What follows belongs to an exercise in optimizing a design on an open flow for small area, a short achievable clock period and few clock cycles; a production flow would make more cautious choices. Function was not checked in any run shown here: the RTL went through the layout flow alone. The flow treats the clock pin as an ideal source, which a real chip does not have.

==> flow/design.v <==
module rs_dec (
    input  wire       clk,
    input  wire       rst,           
    input  wire       in_valid,
    output wire       in_ready,
    input  wire [9:0] in_sym,
    output reg        err_valid,
    output reg  [9:0] err_pos,       
    output reg  [9:0] err_val,       
    output reg        done_valid,
    output reg        done_uncorr,
    output reg  [4:0] done_nerr
);
    localparam N_SYM = 544;
    localparam T2    = 30;
    localparam T     = 15;
    function [9:0] gf_mul(input [9:0] a, input [9:0] b);
        integer k;
        reg [9:0] p, s;
        begin
            p = 10'd0;
            s = a;
            for (k = 0; k < 10; k = k + 1) begin
                if (b[k]) p = p ^ s;
                s = {s[8:0], 1'b0} ^ (s[9] ? 10'h009 : 10'h000);
            end
            gf_mul = p;
        end
    endfunction
    function [9:0] alpha_pow(input integer e);
        integer k;
        reg [9:0] v;
        begin
            v = 10'd1;
            for (k = 0; k < e; k = k + 1)
                v = {v[8:0], 1'b0} ^ (v[9] ? 10'h009 : 10'h000);
            alpha_pow = v;
        end
    endfunction
    function [4:0] g32_mul(input [4:0] a, input [4:0] b);
        integer k;
        reg [4:0] p, s;
        begin
            p = 5'd0;
            s = a;
            for (k = 0; k < 5; k = k + 1) begin
                if (b[k]) p = p ^ s;
                s = {s[3:0], 1'b0} ^ (s[4] ? 5'h05 : 5'h00);
            end
            g32_mul = p;
        end
    endfunction
    function [4:0] g32_sq(input [4:0] a);
        g32_sq = g32_mul(a, a);
    endfunction
    function [4:0] g32_inv(input [4:0] a);
        case (a)
            5'd0:  g32_inv = 5'd0;   5'd1:  g32_inv = 5'd1;
            5'd2:  g32_inv = 5'd18;  5'd3:  g32_inv = 5'd28;
            5'd4:  g32_inv = 5'd9;   5'd5:  g32_inv = 5'd23;
            5'd6:  g32_inv = 5'd14;  5'd7:  g32_inv = 5'd12;
            5'd8:  g32_inv = 5'd22;  5'd9:  g32_inv = 5'd4;
            5'd10: g32_inv = 5'd25;  5'd11: g32_inv = 5'd16;
            5'd12: g32_inv = 5'd7;   5'd13: g32_inv = 5'd15;
            5'd14: g32_inv = 5'd6;   5'd15: g32_inv = 5'd13;
            5'd16: g32_inv = 5'd11;  5'd17: g32_inv = 5'd24;
            5'd18: g32_inv = 5'd2;   5'd19: g32_inv = 5'd29;
            5'd20: g32_inv = 5'd30;  5'd21: g32_inv = 5'd26;
            5'd22: g32_inv = 5'd8;   5'd23: g32_inv = 5'd5;
            5'd24: g32_inv = 5'd17;  5'd25: g32_inv = 5'd10;
            5'd26: g32_inv = 5'd21;  5'd27: g32_inv = 5'd31;
            5'd28: g32_inv = 5'd3;   5'd29: g32_inv = 5'd19;
            5'd30: g32_inv = 5'd20;  default: g32_inv = 5'd27;
        endcase
    endfunction
    function [9:0] to_col(input integer i);
        case (i)
            0: to_col = 10'b0000000001; 1: to_col = 10'b0011000001;
            2: to_col = 10'b1010010101; 3: to_col = 10'b1001000010;
            4: to_col = 10'b1110100001; 5: to_col = 10'b1111100101;
            6: to_col = 10'b0100101101; 7: to_col = 10'b1000111110;
            8: to_col = 10'b1011010111; default: to_col = 10'b1000001100;
        endcase
    endfunction
    function [9:0] from_col(input integer i);
        case (i)
            0: from_col = 10'b0000000001; 1: from_col = 10'b1101010111;
            2: from_col = 10'b1001100011; 3: from_col = 10'b0101101111;
            4: from_col = 10'b0100111010; 5: from_col = 10'b0011101101;
            6: from_col = 10'b1001010011; 7: from_col = 10'b1001010000;
            8: from_col = 10'b1110100000; default: from_col = 10'b0100001100;
        endcase
    endfunction
    function [9:0] to_comp(input [9:0] a);
        integer k;
        begin
            to_comp = 10'd0;
            for (k = 0; k < 10; k = k + 1)
                if (a[k]) to_comp = to_comp ^ to_col(k);
        end
    endfunction
    function [9:0] from_comp(input [9:0] a);
        integer k;
        begin
            from_comp = 10'd0;
            for (k = 0; k < 10; k = k + 1)
                if (a[k]) from_comp = from_comp ^ from_col(k);
        end
    endfunction
    function [9:0] comp_mul(input [9:0] a, input [9:0] b);
        reg [4:0] hh, ll, mm;
        begin
            hh = g32_mul(a[9:5], b[9:5]);
            ll = g32_mul(a[4:0], b[4:0]);
            mm = g32_mul(a[9:5] ^ a[4:0], b[9:5] ^ b[4:0]);
            comp_mul = {mm ^ ll, hh ^ ll};
        end
    endfunction
    integer i;
    genvar g;
    reg        rdy;
    reg  [9:0] icnt;             
    reg        ifirst;           
    reg        iatlast;          
    assign in_ready = rdy;
    wire take      = in_valid && rdy;
    wire snap_load = take && iatlast;
    reg  [9:0] acc  [0:T2-1];
    reg  [9:0] snap [0:T2-1];
    reg        snap_full;
    wire [9:0] syn_next [0:T2-1];
    generate
        for (g = 0; g < T2; g = g + 1) begin : g_syn
            localparam [9:0] AJ = alpha_pow(g);
            assign syn_next[g] = (ifirst ? 10'd0 : gf_mul(acc[g], AJ)) ^ in_sym;
        end
    endgenerate
    localparam BM_IDLE = 4'd0, BM_INIT = 4'd1, BM_PREP = 4'd2, BM_RUN  = 4'd3,
               BM_W1   = 4'd4, BM_W2   = 4'd5, BM_OMG  = 4'd6, BM_OW1  = 4'd7,
               BM_OW2  = 4'd8, BM_DONE = 4'd9;
    reg  [3:0] bm;
    reg  [9:0] lam [0:T];        
    reg  [9:0] bpl [0:T-1];      
    reg  [9:0] gam, del, dacc;
    reg  [4:0] L;                
    reg  [3:0] Lb;               
    reg  [4:0] m;                
    reg  [4:0] r;                
    reg  [3:0] k;                
    reg  [5:0] jb;               
    reg  [4:0] sidx;             
    reg        chg;              
    reg        vfy;              
    reg  [4:0] Ln;               
    reg        ovf;
    reg  [3:0] oi;               
    reg        uv, ufirst, ulast;
    reg  [3:0] ku, ui;
    reg  [9:0] la, lb;
    reg  [4:0] su;               
    reg        mv, mfirst, mlast;
    reg  [3:0] mi;
    reg  [9:0] lpr, sr;
    reg  [3:0] zidx;
    wire [9:0] lam_wd = (bm == BM_INIT) ? 10'd1 : (bm == BM_W2) ? 10'd0 : lp;
    wire [9:0] bpl_wd = (bm == BM_INIT) ? 10'd1 : (bm == BM_W2) ? 10'd0 :
                        mlast ? dacc_n : la;
    reg  [T:0]   lam_we;
    reg  [T-1:0] bpl_we;
    always @(*) begin
        for (i = 0; i <= T; i = i + 1) begin
            lam_we[i] = ((bm == BM_INIT) && i == 0) ||
                        ((bm == BM_W2) && i == zidx && {1'b0, zidx} > Ln) ||
                        (uv && !abort && i == ku);
        end
        for (i = 0; i < T; i = i + 1) begin
            bpl_we[i] = ((bm == BM_INIT) && i == 0) ||
                        ((bm == BM_W2) && i == zidx && {1'b0, zidx} >= Ln) ||
                        (uv && chg && !vfy && i == ku) ||
                        (mv && mlast && i == mi);
        end
    end
    wire [4:0] Lr     = (bm == BM_W2) ? Ln : L;
    wire [3:0] Lbr    = (bm == BM_W2 && chg) ? L[3:0] : Lb;
    wire       jb_ok  = !jb[5] && !jb[4] && (jb[3:0] <= Lbr);
    wire [9:0] lp     = gf_mul(gam, la) ^ gf_mul(del, lb);
    wire [9:0] dacc_n = (mfirst ? 10'd0 : dacc) ^ gf_mul(lpr, sr);
    wire [4:0] p_a   = r + 5'd1 - L;
    wire       p_chg = (del != 10'd0) && ({L, 1'b0} <= {1'b0, r});
    wire [4:0] p_Ln  = p_chg ? p_a : L;
    wire [5:0] p_jbc = {1'b0, p_a} - 6'd1 - {1'b0, m};
    wire [5:0] p_jbn = {1'b0, L} - 6'd1 - {1'b0, m};
    wire       abort = vfy && p_chg;
    wire [4:0] w_m   = chg ? 5'd0 : m + 5'd1;
    wire bm_release = (bm == BM_W2 && r == T2 - 1 && Ln == 5'd0) ||
                      ((bm == BM_PREP || abort) && p_Ln > T) ||
                      (bm == BM_OW1);
    wire [9:0] icnt_n = take ? ((icnt == N_SYM - 1) ? 10'd0 : icnt + 10'd1) : icnt;
    wire       sf_n   = (snap_full && !bm_release) || snap_load;
    reg  [9:0] lt [0:T];
    reg  [9:0] ot [0:T-1];
    reg        cload;            
    reg        cbusy;
    reg  [9:0] pcnt;             
    reg        cfirst;
    reg  [4:0] cL;
    reg        covf;
    reg  [4:0] nroots;           
    reg [9:0] lam_sum, odd_sum, omg_sum;
    always @(*) begin
        lam_sum = 10'd0;
        odd_sum = 10'd0;
        omg_sum = 10'd0;
        for (i = 0; i <= T; i = i + 1) begin
            lam_sum = lam_sum ^ lt[i];
            if (i % 2 == 1) odd_sum = odd_sum ^ lt[i];
        end
        for (i = 0; i < T; i = i + 1)
            omg_sum = omg_sum ^ ot[i];
    end
    wire c_stop = cbusy && (covf || nroots == cL);
    wire c_fin  = cbusy && (c_stop || pcnt == 10'd0);
    reg        c1_v, c1_first, c1_root, c1_done;
    reg  [9:0] c1_odd, c1_omg;
    wire       c1_nr_inc = c1_root;
    wire [4:0] c1_nr     = nroots + {4'd0, c1_root};
    reg        f1_v, f1_rv, f1_dv, f1_du;
    reg  [9:0] f1_p;
    reg  [4:0] f1_n;
    reg  [9:0] f1_pos;           
    reg  [4:0] f1_cnt;           
    wire [4:0] c1_ah = c1_odd[9:5];
    wire [4:0] c1_al = c1_odd[4:0];
    wire [4:0] f1_ni = g32_inv(f1_n);
    always @(posedge clk) begin
        if (take)
            for (i = 0; i < T2; i = i + 1) acc[i] <= syn_next[i];
        if (snap_load)
            for (i = 0; i < T2; i = i + 1) snap[i] <= syn_next[i];
        la  <= (k <= Lr) ? lam[k] : 10'd0;
        lb  <= jb_ok ? bpl[jb[3:0]] : 10'd0;
        su  <= sidx;
        ku  <= k;
        ui  <= oi;
        mi  <= ui;
        lpr <= lp;
        sr  <= snap[su];
        for (i = 0; i <= T; i = i + 1)
            if (lam_we[i]) lam[i] <= lam_wd;
        for (i = 0; i < T; i = i + 1)
            if (bpl_we[i]) bpl[i] <= bpl_wd;
        if (mv) dacc <= dacc_n;
        for (i = 0; i <= T; i = i + 1)
            lt[i] <= cload ? lam[i] : gf_mul(lt[i], alpha_pow(T - i));
        for (i = 0; i < T; i = i + 1)
            ot[i] <= cload ? bpl[i] : gf_mul(ot[i], alpha_pow(T - i));
        c1_odd <= to_comp(odd_sum);
        c1_omg <= to_comp(omg_sum);
        f1_p <= comp_mul(c1_omg, {c1_ah, c1_ah ^ c1_al});
        f1_n <= g32_sq(c1_ah) ^ g32_mul(c1_ah, c1_al) ^ g32_sq(c1_al);
        f1_du <= covf || (c1_nr != cL);
        if (c1_first)
            f1_pos <= N_SYM - 1;
        else if (c1_v)
            f1_pos <= f1_pos - 10'd1;
        err_val     <= from_comp({g32_mul(f1_p[9:5], f1_ni), g32_mul(f1_p[4:0], f1_ni)});
        err_pos     <= f1_pos;
        done_uncorr <= f1_du;
        done_nerr   <= f1_cnt;
        case (bm)
            BM_INIT: begin
                L   <= 5'd0;
                Lb  <= 4'd0;
                m   <= 5'd0;
                gam <= 10'd1;
                r   <= 5'd0;
                del <= snap[0];
                ovf <= 1'b0;
                zidx <= 4'd1;
                chg <= 1'b0;
            end
            BM_PREP: begin
                chg  <= p_chg;
                Ln   <= p_Ln;
                k    <= p_Ln[3:0];
                jb   <= p_chg ? p_jbc : p_jbn;
                sidx <= p_chg ? L : p_a;
                if (p_Ln > T) ovf <= 1'b1;
            end
            BM_RUN: begin
                k    <= k - 4'd1;
                jb   <= jb - 6'd1;
                sidx <= sidx + 5'd1;
            end
            BM_W1: begin
                k    <= Ln[3:0];
                jb   <= {1'b0, Ln} - 6'd1 - {1'b0, w_m};
                sidx <= r + 5'd2 - Ln;
            end
            BM_W2: begin
                k    <= k - 4'd1;
                jb   <= jb - 6'd1;
                sidx <= sidx + 5'd1;
                del  <= dacc_n;
                r    <= r + 5'd1;
                zidx <= (zidx == 4'd15) ? 4'd1 : zidx + 4'd1;
                if (chg) begin
                    Lb  <= L[3:0];
                    L   <= Ln;
                    m   <= 5'd0;
                    gam <= del;
                end else begin
                    m <= m + 5'd1;
                end
                if (r == T2 - 1) begin
                    gam  <= 10'd1;
                    chg  <= 1'b0;
                    jb   <= 6'h3F;
                    k    <= 4'd0;
                    oi   <= 4'd0;
                    sidx <= 5'd0;
                end
            end
            BM_OMG: begin
                if (k == oi) begin
                    oi   <= oi + 4'd1;
                    k    <= 4'd0;
                    sidx <= {1'b0, oi} + 5'd1;
                end else begin
                    k    <= k + 4'd1;
                    sidx <= sidx - 5'd1;
                end
            end
            default: ;
        endcase
        if (vfy) begin
            chg <= p_chg;
            Ln  <= p_Ln;
            if (p_chg) begin
                k    <= p_Ln[3:0];
                jb   <= p_jbc;
                sidx <= L;
                if (p_Ln > T) ovf <= 1'b1;
            end
        end
        if (rst) begin
            rdy       <= 1'b1;
            icnt      <= 10'd0;
            ifirst    <= 1'b1;
            iatlast   <= 1'b0;
            snap_full <= 1'b0;
            bm        <= BM_IDLE;
            uv        <= 1'b0;
            ufirst    <= 1'b0;
            ulast     <= 1'b0;
            mv        <= 1'b0;
            vfy       <= 1'b0;
            mfirst    <= 1'b0;
            mlast     <= 1'b0;
            cload     <= 1'b0;
            cbusy     <= 1'b0;
            cfirst    <= 1'b0;
            nroots    <= 5'd0;
            c1_v <= 1'b0; c1_first <= 1'b0; c1_root <= 1'b0; c1_done <= 1'b0;
            f1_v <= 1'b0; f1_rv <= 1'b0; f1_dv <= 1'b0;
            err_valid  <= 1'b0;
            done_valid <= 1'b0;
            f1_cnt     <= 5'd0;
        end else begin
            if (take) begin
                icnt    <= icnt_n;
                ifirst  <= iatlast;
                iatlast <= (icnt == N_SYM - 2);
            end
            rdy <= (icnt_n != N_SYM - 1) || !sf_n;
            if (snap_load) snap_full <= 1'b1;
            else if (bm_release) snap_full <= 1'b0;
            uv     <= 1'b0;
            ufirst <= 1'b0;
            ulast  <= 1'b0;
            mv     <= uv && !abort && (bm == BM_OMG || bm == BM_OW1 || r != T2 - 1);
            vfy    <= 1'b0;
            mfirst <= ufirst;
            mlast  <= ulast;
            case (bm)
                BM_IDLE: if (snap_full) bm <= BM_INIT;
                BM_INIT: bm <= BM_PREP;
                BM_PREP: bm <= (p_Ln > T) ? BM_DONE : BM_RUN;
                BM_RUN: begin
                    uv     <= 1'b1;
                    ufirst <= (k == Ln[3:0]);
                    if (k == 4'd0) bm <= BM_W1;
                end
                BM_W1: bm <= BM_W2;
                BM_W2: begin
                    if (r == T2 - 1) begin
                        bm <= (Ln == 5'd0) ? BM_DONE : BM_OMG;
                    end else begin
                        uv     <= 1'b1;
                        ufirst <= 1'b1;
                        vfy    <= 1'b1;
                        bm     <= (k == 4'd0) ? BM_W1 : BM_RUN;
                    end
                end
                BM_OMG: begin
                    uv     <= 1'b1;
                    ufirst <= (k == 4'd0);
                    ulast  <= (k == oi);
                    if (k == oi && {1'b0, oi} == L - 5'd1) bm <= BM_OW1;
                end
                BM_OW1: bm <= BM_OW2;
                BM_OW2: bm <= BM_DONE;
                default: if (cload) bm <= snap_full ? BM_INIT : BM_IDLE;
            endcase
            if (abort) begin
                uv     <= 1'b0;
                ufirst <= 1'b0;
                bm     <= (p_Ln > T) ? BM_DONE : BM_RUN;
            end
            cload  <= (bm == BM_DONE) && !cload && (!cbusy || c_fin);
            cfirst <= cload;
            if (cload) begin
                cbusy <= 1'b1;
                pcnt  <= N_SYM - 1;
                cL    <= L;
                covf  <= ovf;
            end else if (c_fin) begin
                cbusy <= 1'b0;
            end else if (cbusy) begin
                pcnt <= pcnt - 10'd1;
            end
            c1_v     <= cbusy;
            c1_first <= cfirst;
            c1_root  <= cbusy && !c_stop && (lam_sum == 10'd0);
            c1_done  <= c_fin;
            if (c1_done) nroots <= 5'd0;
            else         nroots <= c1_nr;
            f1_v <= c1_v; f1_rv <= c1_root; f1_dv <= c1_done;
            err_valid  <= f1_rv;
            done_valid <= f1_dv;
            f1_cnt     <= (f1_dv ? 5'd0 : f1_cnt) + {4'd0, c1_root};
        end
    end
endmodule
==> flow/flow/run.sh <==
#!/bin/bash
# Standard ORFS layout (the standard.sh, unchanged synthesis), with
# repair_timing asked for extra setup margin, larger clock-tree clusters and
# a denser core.
bash standard.sh SETUP_SLACK_MARGIN=8.5 CTS_CLUSTER_SIZE=22 CTS_CLUSTER_DIAMETER=60 CORE_UTILIZATION=65 finish > standard.log 2>&1
==> flow/standard.sh <==
#!/bin/bash
# synth_recipe.tcl (not shown) runs the flow's synth.tcl, then flattens the netlist and writes it again
# the make line also repeats each setting of config.mk as NAME=value (left out here)
make -C /OpenROAD-flow-scripts/flow DESIGN_CONFIG=/design/flow/config.mk WORK_HOME=/design/flow/orfs CLKGATE_MAP_FILE= SYNTH_SCRIPT=/design/flow/synth_recipe.tcl "${@:-finish}"
==> flow/config.mk <==
export PLATFORM = sky130hd
export DESIGN_NAME = rs_dec
export DESIGN_NICKNAME = rs_dec
export VERILOG_FILES = /design/flow/design.v
export SDC_FILE = /design/flow/constraint.sdc
export NUM_CORES = 8
export LEC_CHECK = 0
export CAP_MARGIN = 20
export CORE_MARGIN = 2
export CORE_UTILIZATION = 40
export SLEW_MARGIN = 20
==> flow/constraint.sdc <==
create_clock -name core_clock -period 12.0 [get_ports {clk}]
set_input_delay 2.4000 -clock core_clock [delete_from_list [all_inputs] [get_ports {clk}]]
set_output_delay 2.4000 -clock core_clock [all_outputs]
set_load 0.01 [all_outputs]
==> run summary, run 1 <==
The flow ran to the end and the layout has no timing, DRC or antenna violations. The number of buffers inserted for hold repair after clock tree synthesis is 0.

The HPWL after detailed placement came out at 147000 um. The number of warnings issued by yosys came out at 7. The clock skew is 0.0369 ns. The worst hold-check path type is register to register.

Max-cap violations in this run came to 0. The number of levels in the clock H-tree came out at 3. The post-layout minimum cycle time is 3.61 ns.

Leaving out fill and tap cells, the most frequent cell in the layout is sky130_fd_sc_hd__xnor2_1. Counting every net in the synthesized netlist gives 6715. The number of inserted filler cells in the final layout is 8256.

The synthesized design contains 999 enable-type register cells. The worst path uses 30.1% of the clock period. TritonCTS built the clock tree. STA classifies the critical path endpoint as a primary output.

The critical path is of the register to primary output type. The most used flip-flop cell after synthesis is sky130_fd_sc_hd__edfxtp_1. The floorplan step defined a die boundary enclosing 117000 sq um.

The clock reaches the later pin of the worst-skew pair after 0.76 ns. The post-synthesis sequential area ratio came out at 53.4%. For this run, the detailed router's first-pass iteration total came to 10.

The CTS buffer count is 115. The maximum single-stage delay on the critical path is 0.35 ns. The number of antenna violations at the first check in global routing is 2. At the worst endpoint, the arrival time is 1.21 ns.

Setup repair after global routing could not meet its margin everywhere. The routed layout has 50300 vias. The routed length per instance came out at 26.5 um. Grouping stages by cell kind, the critical path spends the most delay in flip-flops.

The final hold violation count came out at 0. The fraction of layout cells with a size suffix above 1 came out at 9.41%. The pin slew with the least headroom to its limit is 1.19 ns. The die height came out at 343 um. The total DRC errors in the routed layout came out at 0.

The weighted congestion reported at the end of routability-driven placement is 1.02. The synthesized area per cell came out at 11.3 sq um. The maximum number of pins on one net before global-route repair came out at 235. In this run the cell area of the synthesized design comes to 74600 sq um.

The maximum clock frequency is 277 MHz. The share of synthesized registers carrying an async set or reset is 0%.

The number of global-route vias before repair is 48300. The number of placement rows is 124. The largest fanout of any net on the critical path is 2.

The effective utilization at floorplan is 65.4%. The clock edge transition at the registers on the reported setup and hold paths is 0.08 ns. The number of top-level pins came out at 42.

The residual overflow from global routing came out at 0. The floorplan die width is 343 um. The clock root buffer is sky130_fd_sc_hd__clkbuf_16. Counting both buffers and inverters, the worst setup path holds a total of 1. The count of buffers inserted at the top-level ports is 41. The number of antenna diodes in the final layout is 0. STA puts the critical path data required time at 9.60 ns. The remaining max-slew budget at the tightest pin is 20.6%.

The first routing iteration left 6217 violations. Setup violations remaining at the end of the flow were counted as 0. The aggregate global-route resource usage came out at 36.0%.

The via density per instance came out at 6.21. Walking the worst path, the cells encountered are buf_6. The worst setup path is launched from a register. The area growth from synthesis to layout is 8.68%. The cell count after synthesis came out at 6613. The routed design has 214000 um of wire.

In this run the remaining antenna-violating nets after routing total 0. The first global-routing pass estimated 314000 um of wire. The number of register bits inferred by synthesis is 1490. The core region is 114000 sq um. The number of pins with negative max-slew slack in the final report is 0. In the layout the commonest cells are sky130_fd_sc_hd__xnor2_1, sky130_fd_sc_hd__edfxtp_1, sky130_fd_sc_hd__nand2_1.

On the critical path, the stage with the largest delay is an instance of sky130_fd_sc_hd__dfxtp_4. The sink count of the clock tree is 1490. The number of buffers between clock root and the deepest sink came out at 3.

At the end of the flow, the number of nets in the layout was 6587. After synthesis, the netlist uses 82 different library cells. The total negative slack is 0 ns.
==> through the flow <==
step | std cells | worst slack [ns] | utilization, % | hold WS [ns] | cell area (sq um)
CTS | 8092 | 8.31 | 70.9 | 0.334 | 80800
global route | 8100 | 8.34 | 71.1 | 0.334 | 81100
finish | 8100 | 8.39 | 71.1 | 0.329 | 81100
floorplan | 6613 | 4.15 | - | 0.310 | 74600
global placement | 7855 | 6.57 | 66.7 | 0.313 | 76100
detailed placement | 7855 | 6.56 | 66.7 | 0.315 | 76100
==> sequential cells by signal, summed over array words and instances (netlist names), 6 cells and up <==
name,cells
jb,6
dacc,10
lam,160
f1_pos,10
del,10
snap,300
err_pos,10
lt,160
c1_odd,10
err_val,10
icnt,10
f1_p,10
lb,10
pcnt,10
lpr,10
la,10
c1_omg,10
ot,150
gam,10
sr,10
acc,300
bpl,150
==> worst paths after layout <==
check	from	end	slack (ns)	cells after the start
setup / recovery	rdy	in_ready	8.39	1
hold / removal	f1_du	done_uncorr	0.33	0
setup reg to reg	del[4]	lam[12][5]	8.41	7
hold reg to reg	f1_du	done_uncorr	0.33	0
==> cell families after synthesis <==
| logic type | after synthesis | synth area share (%) |
|---|---|---|
| compound gates | 954 | 8.49 |
| flops | 1490 | 53.4 |
| xor+xnor | 1765 | 21.3 |
| mux | 217 | 3.25 |
| fa+ha+maj | 89 | 1.54 |
| buf+inv | 499 | 2.63 |
| simple gates | 1599 | 9.40 |
==> timing repair <==
action	4_1_cts	5_1_grt
buffers inserted	11	8
hold endpoints to repair	0	0
endpoints found under the setup margin	888	312
cloned	6	0
resized for setup	184	36
pin swaps	3	4
==> per-layer routing <==
layer	GRT usage (%)	wire (um)
met1	46.1	80500
met2	59.0	101000
met3	4.80	17700
met4	21.0	14800
met5	0	0
==> area by class of cell <==
cell class                      count  area [sq um]  share of cell area [%]
Clock buffer                      124          3050                    3.76
Clock inverter                     96          1190                    1.46
Inverter                          105           398                   0.491
Multi-Input combinational cell   4624         33200                    41.0
Sequential cell                  1490         39900                    49.2
Tap cell                         1512          1890                    2.33
Timing Repair Buffer              149          1440                    1.77
==> Yosys cell counts, types with 9 or more instances <==
master	count	area (sq um)
sky130_fd_sc_hd__o211ai_1	12	90.1
sky130_fd_sc_hd__nand4_1	26	163
sky130_fd_sc_hd__xor2_1	594	5200
sky130_fd_sc_hd__xnor2_1	1136	9950
sky130_fd_sc_hd__nand2_1	714	2680
sky130_fd_sc_hd__a31oi_1	34	213
sky130_fd_sc_hd__a32oi_1	19	166
sky130_fd_sc_hd__edfxtp_1	999	30000
sky130_fd_sc_hd__nor2_1	428	1610
sky130_fd_sc_hd__o22ai_1	46	288
sky130_fd_sc_hd__a221oi_1	46	403
sky130_fd_sc_hd__nor4_1	9	56.3
sky130_fd_sc_hd__nand2b_1	128	801
sky130_fd_sc_hd__ha_1	84	1050
sky130_fd_sc_hd__o21a_1	10	75.1
sky130_fd_sc_hd__inv_1	104	390
sky130_fd_sc_hd__or2_2	10	62.6
sky130_fd_sc_hd__o221ai_1	31	272
sky130_fd_sc_hd__a211oi_1	33	248
sky130_fd_sc_hd__a221o_1	9	90.1
sky130_fd_sc_hd__and3_1	18	113
sky130_fd_sc_hd__dfxtp_1	491	9830
sky130_fd_sc_hd__a21oi_1	132	661
sky130_fd_sc_hd__a222oi_1	43	430
sky130_fd_sc_hd__o21ai_0	317	1590
sky130_fd_sc_hd__buf_1	34	128
sky130_fd_sc_hd__nand3_1	89	445
sky130_fd_sc_hd__a22o_1	32	280
sky130_fd_sc_hd__nor3b_1	16	120
sky130_fd_sc_hd__nor3_1	60	300
sky130_fd_sc_hd__o22a_1	11	96.3
sky130_fd_sc_hd__nor2b_1	60	375
sky130_fd_sc_hd__mux2i_1	78	781
sky130_fd_sc_hd__buf_2	37	185
sky130_fd_sc_hd__xnor3_1	16	360
sky130_fd_sc_hd__and2_1	19	119
sky130_fd_sc_hd__a22oi_1	95	713
sky130_fd_sc_hd__a21o_1	16	120
sky130_fd_sc_hd__o31ai_1	11	82.6
sky130_fd_sc_hd__clkbuf_1	312	1170
sky130_fd_sc_hd__mux2_2	132	1490
==> inputs of run 2 (changes only) <==
==> flow/flow/run.sh (replaced) <==
#!/bin/bash
# Standard ORFS layout (the standard.sh, unchanged synthesis), with
# repair_timing asked for extra setup margin, a denser core and clock-tree
# options passed to clock_tree_synthesis.
bash standard.sh SETUP_SLACK_MARGIN=8.5 CORE_UTILIZATION=65 \
  "CTS_ARGS=-sink_clustering_enable -repair_clock_nets -sink_clustering_size 22 -sink_clustering_max_diameter 60 -balance_levels" \
  finish > standard.log 2>&1
==> run summary, run 2 <==
The run finished with no timing, DRC or antenna violations. The floorplan die width is 343 um. The number of global-route vias before repair came to 48300. In the layout the commonest cells are sky130_fd_sc_hd__xnor2_1, sky130_fd_sc_hd__edfxtp_1, sky130_fd_sc_hd__nand2_1. In the synthesized netlist, the cells that appear most often are sky130_fd_sc_hd__xnor2_1, sky130_fd_sc_hd__edfxtp_1, sky130_fd_sc_hd__nand2_1.

The clock tree from TritonCTS is done. The commonest non-fill, non-tap cell in the layout is sky130_fd_sc_hd__xnor2_1. For this run, the leading register cell type out of synthesis is sky130_fd_sc_hd__edfxtp_1. The sink count of the clock tree came out at 1490. At the pin with the least slew margin, the transition time is 1.19 ns. The number of antenna violations at the first check in global routing came out at 2. In this run the worst hold path is classified as register to register. The net count after synthesis is 6715. The most area-hungry cell type in the Yosys netlist is sky130_fd_sc_hd__edfxtp_1. After floorplanning, the core was divided into 124 placement rows. The cell count after synthesis is 6613. STA classifies the critical path endpoint as a primary output.

The routed length per instance came out at 26.5 um. For the final routed database, the setup TNS stands at 0 ns. The critical path in this run is classified as register to primary output. The final hold violation count is 0. The area of the mapped netlist came out at 74600 sq um. The clock latency on the worst-skew pair came out at 0.76 ns. The post-synthesis to final-layout area growth came out at 8.68%. The post-place setup slack came out at 6.56 ns. The wire length of the first global-routing pass is 314000 um.

Setup repair after global routing could not meet its margin everywhere. The floorplan core area came out at 114000 sq um.

The aggregate global-route resource usage is 36.0%. The number of nets in the final layout came out at 6587. The buffer and inverter count on the worst path came out at 1.

Traced cell by cell, the critical path runs through buf_6. STA classifies the critical path startpoint as a register. The area occupied by registers came out at 39900 sq um. For the worst setup path, the data required time is 9.60 ns. The HPWL after detailed placement is 147000 um. By area the synthesized netlist is led by sky130_fd_sc_hd__edfxtp_1, sky130_fd_sc_hd__xnor2_1, sky130_fd_sc_hd__dfxtp_1.

The post-detailed-routing wire length came out at 214000 um. The clock edge transition at the registers on the reported setup and hold paths is 0.08 ns. The post-route netlist has 9.41% of its cells at a drive strength greater than 1. The portion of synthesized cell area occupied by the leading cell type is 40.2%. The count of cell types in the netlist is 82.

The number of inserted filler cells in the final layout is 8256. The die height came out at 343 um. The number of antenna diodes is 0.

The post-layout minimum cycle time is 3.61 ns. The CTS buffer count came out at 115. The remaining max-slew budget at the tightest pin is 20.6%.

The fraction of the cycle the final worst path needs is 30.1%. In this run the count of I/O pins placed on the die edge is 42. After synthesis the netlist holds a flip-flop and latch count of 1490. The largest registers in the layout are acc x300, snap x300. Yosys mapped a number of flops with a built-in enable equal to 999. The total DRC errors in the routed layout is 0. The post-synthesis sequential area ratio came out at 53.4%. The number of warnings issued by yosys is 7.

The count of antenna-violating nets left after detailed routing came out at 0. The number of iterations in the first detailed-routing pass is 10. The DRC violation total after the first TritonRoute iteration is 6217.

The count of endpoints failing setup in the final report came out at 0. The clock skew is 0.0369 ns. Broken down by cell family, the worst path's largest delay share belongs to flip-flops. The share of synthesized registers carrying an async set or reset is 0%. sky130_fd_sc_hd__xnor2_1 is the most common cell in the netlist. For this run, the slowest stage of the critical path takes 0.35 ns. The full die area came out at 117000 sq um. Routability-driven placement finished with a final weighted congestion of 1.02. The worst endpoint data arrival time is 1.21 ns. The post-route worst setup slack came out at 8.39 ns.

The synthesized area per cell came out at 11.3 sq um. The largest fanout of any net on the critical path came out at 2. The effective utilization at floorplan came out at 65.4%. The maximum clock frequency came out at 277 MHz. The maximum number of pins on one net before global-route repair came out at 235. The max-capacitance violation count came out at 0. The multi-input combinational cell area is 33200 sq um.

The via total after detailed routing came out at 50300. Buffers placed on the I/O ports in this run total 41. The number of pins with negative max-slew slack in the final report came out at 0. The cell with the largest stage delay on the worst path is sky130_fd_sc_hd__dfxtp_4. The via density per instance came out at 6.21. The residual overflow from global routing came out at 0.
run 2: cell counts after synthesis:
Identical to the previous run, type by type.
run 2: final cells by class:
| cell class | instances | share of cell area, % |
|---|---|---|
| clock inverters | 96 | 1.46 |
| multi-input cells | 4624 | 41.0 |
| clock buffers | 124 | 3.76 |
| well taps | 1512 | 2.33 |
| repair buffers | 149 | 1.77 |
| flip-flops and latches | 1490 | 49.2 |
| inverters | 105 | 0.491 |
run 2: cells by family after synthesis:
group	synth area share, %
xor gates and xnor gates	21.3
and+or+nand+nor	9.40
DFF	53.4
AOI/OAI and AO/OA	8.49
buffers and inverters	2.63
muxes	3.25
adders and majority gates	1.54
run 2: final timing paths:
path	from	to	slack, ns	cells past startpoint
worst min-delay path	f1_du	done_uncorr	0.33	0
worst min register to register	f1_du	done_uncorr	0.33	0
worst max register to register	del[4]	lam[12][5]	8.41	7
worst max-delay path	rdy	in_ready	8.39	1
run 2: timing repair:
item	in CTS	in global routing
hold buffers	0	0
setup endpoints to repair	888	312
setup buffers	11	8
pin swaps	3	4
gates cloned	6	0
gates resized for setup	184	36
run 2: stage by stage:
stage | instance area, sq um | hold slack, ns | utilization (%) | instances
6_report | 81100 | 0.329 | 71.1 | 8100
3_5_place_dp | 76100 | 0.315 | 66.7 | 7855
4_1_cts | 80800 | 0.334 | 70.9 | 8092
3_3_place_gp | 76100 | 0.313 | 66.7 | 7855
2_1_floorplan | 74600 | 0.310 | - | 6613
5_1_grt | 81100 | 0.334 | 71.1 | 8100
run 2: layer usage:
metal / wire, um / track usage [%] / vias to the layer above
li1: - / - / 22700
met1: 80500 / 46.1 / 24400
met2: 101000 / 59.0 / 2655
met3: 17700 / 4.80 / 593
met4: 14800 / 21.0 / 0
met5: 0 / 0 / -

==> port drivers added, routing unchanged <==
The flow's constraints put no driver on any port. The routed layouts listed below were extracted and timed again, unchanged, in two steps.
Step 1 (the two cells are an assumption about what drives the block):
set clk [get_ports {clk}]
set_driving_cell -lib_cell sky130_fd_sc_hd__clkbuf_16 $clk
set_driving_cell -lib_cell sky130_fd_sc_hd__buf_2 [delete_from_list [all_inputs] $clk]
Step 2 moves the port delays by t, midway between the first and last clock arrival at a register: inputs arrive t later, outputs are due t later. That takes back most of the time a late clock gives input paths.
Three values: ideal, step 1, step 2; two values: the first two.
run	shift t [ns]	slack for setup (ns)	worst setup path at the end	pins driven straight from the clock port
run 1	0.821	8.390 / 8.309 / 7.905	input to register	1
run 2	0.821	8.390 / 8.309 / 7.905	input to register	1
After both steps setup and hold are still met in every run listed.
